From an optimization exercise on the open Yosys and OpenROAD flow, aimed at small area, a short achievable clock period and few clock cycles per item; shortcuts taken in it are not production practice.
Only simulation tests tie the RTL to the original design; equivalence was not proved.
Power and IR drop assume default switching activity.

==> run a: inputs <==
## bfe_rho
module bfe_rho (
    input  wire               clk,
    input  wire               rst,
    input  wire               in_valid,
    output wire               in_ready,
    input  wire               in_last,
    input  wire               in_elided,
    input  wire signed [15:0] in_w_i,
    input  wire signed [15:0] in_w_q,
    output wire               out_valid,
    input  wire               out_ready,
    output wire        [14:0] out_rho,
    output wire               out_null
);
Settings: LEC_CHECK=0, CAP_MARGIN=20, CORE_MARGIN=2, CORE_UTILIZATION=40, SLEW_MARGIN=20; clock period 12.0 ns.
standard.sh (not shown) runs the stock make flow with config.mk's settings and CLKGATE_MAP_FILE= SYNTH_SCRIPT=/design/flow/synth_recipe.tcl, a recipe that flattens the netlist after the stock synthesis.
==> flow/flow/run.sh <==
#!/bin/bash
# Layout flow: the standard ORFS flow (standard.sh), with
#  - the standard synthesis, unchanged (standard.sh synth);
#  - flow/fa_polarity.py on its netlist: full adders are used on complemented
#    signals where that saves inverters (same cells otherwise, same registers);
#  - ports buffered with buf_2 rather than the default delay buffer;
#  - timing repair aimed at SETUP_SLACK_MARGIN ns of slack at the 12 ns clock;
#  - the further ORFS settings listed in flow/extra.txt, one VAR=value a line.
# Each step's output goes to a log file of its own here.
set -euo pipefail
MARGIN=$(cat flow/margin.txt)
ARGS=("SETUP_SLACK_MARGIN=$MARGIN" "BUFFER_PORTS_ARGS=-buffer_cell sky130_fd_sc_hd__buf_2")
while IFS= read -r line; do
  if [[ -n "$line" ]]; then ARGS+=("$line"); fi
done < flow/extra.txt
RES=orfs/results/sky130hd/bfe_rho/base
bash standard.sh "${ARGS[@]}" synth > flow_synth.log 2>&1
cp $RES/1_2_yosys.v $RES/1_2_yosys.standard.v
python3 flow/fa_polarity.py $RES/1_2_yosys.standard.v $RES/1_2_yosys.v > fa_polarity.log 2>&1
rm -f $RES/1_synth.odb $RES/1_synth.sdc
bash standard.sh "${ARGS[@]}" finish > flow_finish.log 2>&1
==> flow/flow/extra.txt <==
CTS_CLUSTER_SIZE=30
CTS_CLUSTER_DIAMETER=60
==> flow/flow/margin.txt <==
8.8
Other scripts of this flow, unchanged in this note and not shown: flow/flow/fa_polarity.py
==> run b (differences from run a) <==
--- a/flow/design.v
+++ b/flow/design.v
@@ -782,87 +782,71 @@
         rb <= tree_b;
         ml <= il;
         me <= ie;
         mv <= iv & ~rst;
     end
-    reg [18:0] a_lo, a_hi, r_lo, r_hi;
-    reg        a_cy, r_cy;
+    reg [37:0] e_all, e_rem;           
     reg        any_el, pend;           
     reg        rst_d;                  
-    reg        ld;                     
+    wire       ld;                     
     wire       pend_n;                 
-    wire        keep = ~me;
-    wire [37:0] a0 = ld ? 38'd0 : {a_hi, a_lo};
     wire [37:0] a1 = {6'd0, ra};
     wire [37:0] a2 = {6'h3f, rb};
-    wire [37:0] a_s = a0 ^ a1 ^ a2;
-    wire [37:0] a_c = (a0 & a1) | (a0 & a2) | (a1 & a2);
-    wire [37:0] r0 = ld ? 38'd0 : {r_hi, r_lo};
-    wire [37:0] r1 = keep ? {6'd0, ra} : 38'd0;
-    wire [37:0] r2 = keep ? {6'h3f, rb} : 38'd0;
-    wire [37:0] r_s = r0 ^ r1 ^ r2;
-    wire [37:0] r_c = (r0 & r1) | (r0 & r2) | (r1 & r2);
-    wire [19:0] a_lo_n = {1'b0, a_s[18:0]} + {1'b0, a_c[17:0], 1'b0};
-    wire [19:0] a_hi_c = {a_s[37:19], 1'b1} + {a_c[36:18], a_cy & ~ld};
-    wire [18:0] a_hi_n = a_hi_c[19:1];
-    wire [19:0] r_lo_n = {1'b0, r_s[18:0]} + {1'b0, r_c[17:0], 1'b0};
-    wire [19:0] r_hi_c = {r_s[37:19], 1'b1} + {r_c[36:18], r_cy & ~ld};
-    wire [18:0] r_hi_n = r_hi_c[19:1];
-    wire [37:0] e_all = {a_hi + {18'd0, a_cy}, a_lo};
-    wire [37:0] e_rem = {r_hi + {18'd0, r_cy}, r_lo};
+    wire [37:0] a_s = e_all ^ a1 ^ a2;
+    wire [37:0] a_c = (e_all & a1) | (e_all & a2) | (a1 & a2);
+    wire [37:0] r_s = e_rem ^ a1 ^ a2;
+    wire [37:0] r_c = (e_rem & a1) | (e_rem & a2) | (a1 & a2);
+    wire [37:0] a_sum = a_s + {a_c[36:0], 1'b0};
+    wire [37:0] r_add = r_s + {r_c[36:0], 1'b0};
+    wire [37:0] r_sum = me ? e_rem : r_add;
+    wire        el_n  = any_el | mv & me;
+    wire        last  = pend | mv & ml;
     always @(posedge clk) begin
         rst_d <= rst;
-        if (rst | rst_d) begin
-            a_lo <= 19'd0;
-            a_hi <= 19'd0;
-            a_cy <= 1'b0;
-            r_lo <= 19'd0;
-            r_hi <= 19'd0;
-            r_cy <= 1'b0;
+        if (rst | rst_d | ld) begin
+            e_all <= 38'd0;
+            e_rem <= 38'd0;
         end else begin
-            a_lo <= a_lo_n[18:0];
-            a_hi <= a_hi_n;
-            a_cy <= a_lo_n[19];
-            r_lo <= r_lo_n[18:0];
-            r_hi <= r_hi_n;
-            r_cy <= r_lo_n[19];
+            e_all <= a_sum;
+            e_rem <= r_sum;
         end
-        if (rst) begin
+        if (rst | ld) begin
             any_el <= 1'b0;
             pend   <= 1'b0;
         end else begin
-            any_el <= ~ld & any_el | mv & me;
-            pend   <= pend_n;
+            any_el <= el_n;
+            pend   <= last;
         end
     end
     reg        busy, ovalid, onull, eael;
     reg [5:0]  cnt;
-    reg [37:0] rem, dvs;               
+    reg [37:0] rem, dvn;               
     reg [3:0]  nb;                     
     reg [1:0]  qb;                     
     reg [15:0] sr;                     
     reg [14:0] root;                   
     wire [38:0] dx = {rem, nb[3]};
-    wire [39:0] dt = {1'b0, dx} - {2'b00, dvs};
+    wire [40:0] dt1 = {1'b0, dx, 1'b1} + {2'b11, dvn, 1'b1};
+    wire [39:0] dt = dt1[40:1];        
     wire        dg = ~dt[39];
     wire [37:0] dr = dg ? dt[37:0] : dx[37:0];
     wire [17:0] ss = {sr, qb};
     wire [18:0] st = {1'b0, ss} - {2'b00, root, 2'b01};
     wire        sg = ~st[18];
-    wire        dz       = (dvs == 38'd0);
+    wire        dz       = &dvn;
     wire        special  = ~eael | dz | qb[1] | qb[0];
     wire [14:0] spec_rho = ~eael ? 15'd16384 : dz ? 15'd0 : 15'h7fff;
     wire [14:0] root_inc = root + 15'd1;
     wire        s_first  = (cnt == 6'd2);
     wire        s_last   = (cnt == 6'd34);
     wire        s_step   = ~cnt[0] & (cnt != 6'd2);
     always @(posedge clk) begin
-        rem <= ld ? {4'd0, e_all[37:4]} : dr;
-        nb  <= ld ? e_all[3:0] : {nb[2:0], 1'b0};
+        rem <= ld ? {4'd0, a_sum[37:4]} : dr;
+        nb  <= ld ? a_sum[3:0] : {nb[2:0], 1'b0};
         qb  <= {qb[0], dg};
-        if (ld) dvs  <= e_rem;
-        if (ld) eael <= any_el;
+        if (ld) dvn  <= ~r_sum;
+        if (ld) eael <= el_n;
         if (s_first)
             sr <= 16'd0;
         else if (s_step)
             sr <= sg ? st[15:0] : ss[15:0];
         if (busy) begin
@@ -877,20 +861,19 @@
         cnt <= ld ? 6'd0 : cnt + 6'd1;
     end
     wire fin = busy & (s_first & special | s_last);
     wire       busy_n   = ld | busy & ~fin;
     wire       ovalid_n = fin | ovalid & ~out_ready;
-    assign     pend_n   = pend & ~ld | mv & ml;
+    assign     ld       = last & ~busy & ~ovalid;
+    assign     pend_n   = last & ~ld;
     always @(posedge clk) begin
         if (rst) begin
             busy   <= 1'b0;
             ovalid <= 1'b0;
-            ld     <= 1'b0;
         end else begin
             busy   <= busy_n;
             ovalid <= ovalid_n;
-            ld     <= pend_n & ~busy_n & ~ovalid_n;
         end
     end
     wire       lI_n     = take & in_last;
     wire       lM_n     = iv & il;
     wire       lA_n     = pend_n;
==> flow/flow/extra.txt (replaced) <==
CTS_CLUSTER_SIZE=30
CTS_CLUSTER_DIAMETER=60
CTS_BUF_LIST=sky130_fd_sc_hd__clkbuf_8
CAP_MARGIN=0
SLEW_MARGIN=0
==> flow/flow/margin.txt (replaced) <==
8.3
==> run c (differences from run a) <==
--- a/flow/design.v
+++ b/flow/design.v
@@ -782,51 +782,34 @@
         rb <= tree_b;
         ml <= il;
         me <= ie;
         mv <= iv & ~rst;
     end
-    reg [18:0] a_lo, a_hi, r_lo, r_hi;
-    reg        a_cy, r_cy;
+    reg [37:0] e_all, e_rem;           
     reg        any_el, pend;           
     reg        rst_d;                  
     reg        ld;                     
     wire       pend_n;                 
     wire        keep = ~me;
-    wire [37:0] a0 = ld ? 38'd0 : {a_hi, a_lo};
+    wire [37:0] a0 = ld ? 38'd0 : e_all;
     wire [37:0] a1 = {6'd0, ra};
     wire [37:0] a2 = {6'h3f, rb};
     wire [37:0] a_s = a0 ^ a1 ^ a2;
     wire [37:0] a_c = (a0 & a1) | (a0 & a2) | (a1 & a2);
-    wire [37:0] r0 = ld ? 38'd0 : {r_hi, r_lo};
+    wire [37:0] r0 = ld ? 38'd0 : e_rem;
     wire [37:0] r1 = keep ? {6'd0, ra} : 38'd0;
     wire [37:0] r2 = keep ? {6'h3f, rb} : 38'd0;
     wire [37:0] r_s = r0 ^ r1 ^ r2;
     wire [37:0] r_c = (r0 & r1) | (r0 & r2) | (r1 & r2);
-    wire [19:0] a_lo_n = {1'b0, a_s[18:0]} + {1'b0, a_c[17:0], 1'b0};
-    wire [19:0] a_hi_c = {a_s[37:19], 1'b1} + {a_c[36:18], a_cy & ~ld};
-    wire [18:0] a_hi_n = a_hi_c[19:1];
-    wire [19:0] r_lo_n = {1'b0, r_s[18:0]} + {1'b0, r_c[17:0], 1'b0};
-    wire [19:0] r_hi_c = {r_s[37:19], 1'b1} + {r_c[36:18], r_cy & ~ld};
-    wire [18:0] r_hi_n = r_hi_c[19:1];
-    wire [37:0] e_all = {a_hi + {18'd0, a_cy}, a_lo};
-    wire [37:0] e_rem = {r_hi + {18'd0, r_cy}, r_lo};
     always @(posedge clk) begin
         rst_d <= rst;
         if (rst | rst_d) begin
-            a_lo <= 19'd0;
-            a_hi <= 19'd0;
-            a_cy <= 1'b0;
-            r_lo <= 19'd0;
-            r_hi <= 19'd0;
-            r_cy <= 1'b0;
+            e_all  <= 38'd0;
+            e_rem  <= 38'd0;
         end else begin
-            a_lo <= a_lo_n[18:0];
-            a_hi <= a_hi_n;
-            a_cy <= a_lo_n[19];
-            r_lo <= r_lo_n[18:0];
-            r_hi <= r_hi_n;
-            r_cy <= r_lo_n[19];
+            e_all  <= a_s + {a_c[36:0], 1'b0};
+            e_rem  <= r_s + {r_c[36:0], 1'b0};
         end
         if (rst) begin
             any_el <= 1'b0;
             pend   <= 1'b0;
         end else begin
--- a/flow/flow/run.sh
+++ b/flow/flow/run.sh
@@ -9,11 +9,11 @@
 # Each step's output goes to a log file of its own here.
 set -euo pipefail
 MARGIN=$(cat flow/margin.txt)
 ARGS=("SETUP_SLACK_MARGIN=$MARGIN" "BUFFER_PORTS_ARGS=-buffer_cell sky130_fd_sc_hd__buf_2")
 while IFS= read -r line; do
-  if [[ -n "$line" ]]; then ARGS+=("$line"); fi
+  [[ -n "$line" ]] && ARGS+=("$line")
 done < flow/extra.txt
 RES=orfs/results/sky130hd/bfe_rho/base
 bash standard.sh "${ARGS[@]}" synth > flow_synth.log 2>&1
 cp $RES/1_2_yosys.v $RES/1_2_yosys.standard.v
 python3 flow/fa_polarity.py $RES/1_2_yosys.standard.v $RES/1_2_yosys.v > fa_polarity.log 2>&1
==> flow/flow/margin.txt (replaced) <==
8.0
==> notes.md <==
                                                                                 run a                    run b                    run c
Status                                                         complete, no violations  complete, no violations  complete, no violations
CP Data Arrival Time                                                           4140 ps                  1260 ps                  4440 ps
Share of the clock period used by the worst path after layout                    30.3%                    30.5%                    32.9%
Setup fix buffers added after clock tree synthesis                                  97                       23                        4
Final WL                                                                      62900 um                 59000 um                 61600 um
Share of the final layout cell area in multi-input gates                         60.3%                    62.1%                    61.5%
Util after Layout                                                                48.6%                    44.8%                    44.7%
Initial core utilization                                                         40.4%                    40.7%                    40.4%
Overall power consumption                                                      6.20 mW                  6.78 mW                  5.89 mW
Amount of wire on met2 after detailed routing                                 30600 um                 26700 um                 29200 um
Final worst setup slack                                                        8360 ps                  8340 ps                  8050 ps
Critical R2R Launch                                                  wi[12]$_SDFF_PN0_         wi[9]$_SDFF_PN0_               me$_DFF_P_
Hold_ws                                                                         339 ps                   316 ps                   334 ps
Reg2Reg Capture Point                                                   rb[15]$_DFF_P_           rb[18]$_DFF_P_     e_rem[37]$_SDFF_PP0_
P_clk                                                                          1.09 mW                 0.836 mW                  1.06 mW
Most common cell after layout, fill and taps aside                             dfxtp_1                     fa_1                  nand2_1
Testbench counts of run a, summed over its fixed seeds: cycles 24,472, sets 480.
Testbench counts of run b, summed over its fixed seeds: cycles 24,375, sets 480.
Testbench counts of run c, summed over its fixed seeds: cycles 24,472, sets 480.

[separate check: timing with driven ports]
The results above use ideal ports. As a check the final layouts listed here were re-extracted and re-timed, cells and wires unchanged.
Step 1 (the two cells are an assumption about what drives the block):
set clk [get_ports {clk}]
set_driving_cell -lib_cell sky130_fd_sc_hd__clkbuf_16 $clk
set_driving_cell -lib_cell sky130_fd_sc_hd__buf_2 [delete_from_list [all_inputs] $clk]
Step 2 moves the port delays by t, midway between the first and last clock arrival at a register: inputs arrive t later, outputs are due t later. That takes back most of the time a late clock gives input paths.
Three values: ideal ports, drivers, drivers and shift; two values: the first two.
run | shift t [ns] | setup WS [ns] | clock arrival spread, ns | cell pins on the clock port's net
run a | 0.606 | 8.359 / 8.359 / 8.284 | 0.031 / 0.030 | 1
run b | 0.653 | 8.339 / 8.282 / 8.067 | 0.047 / 0.047 | 1
run c | 0.651 | 8.054 / 8.054 / 7.772 | 0.047 / 0.046 | 1
After both steps every run listed still meets setup and hold. For run c, which loses most, drivers alone change the setup slack by 0.000 ns; drivers and shift together by -0.282 ns.
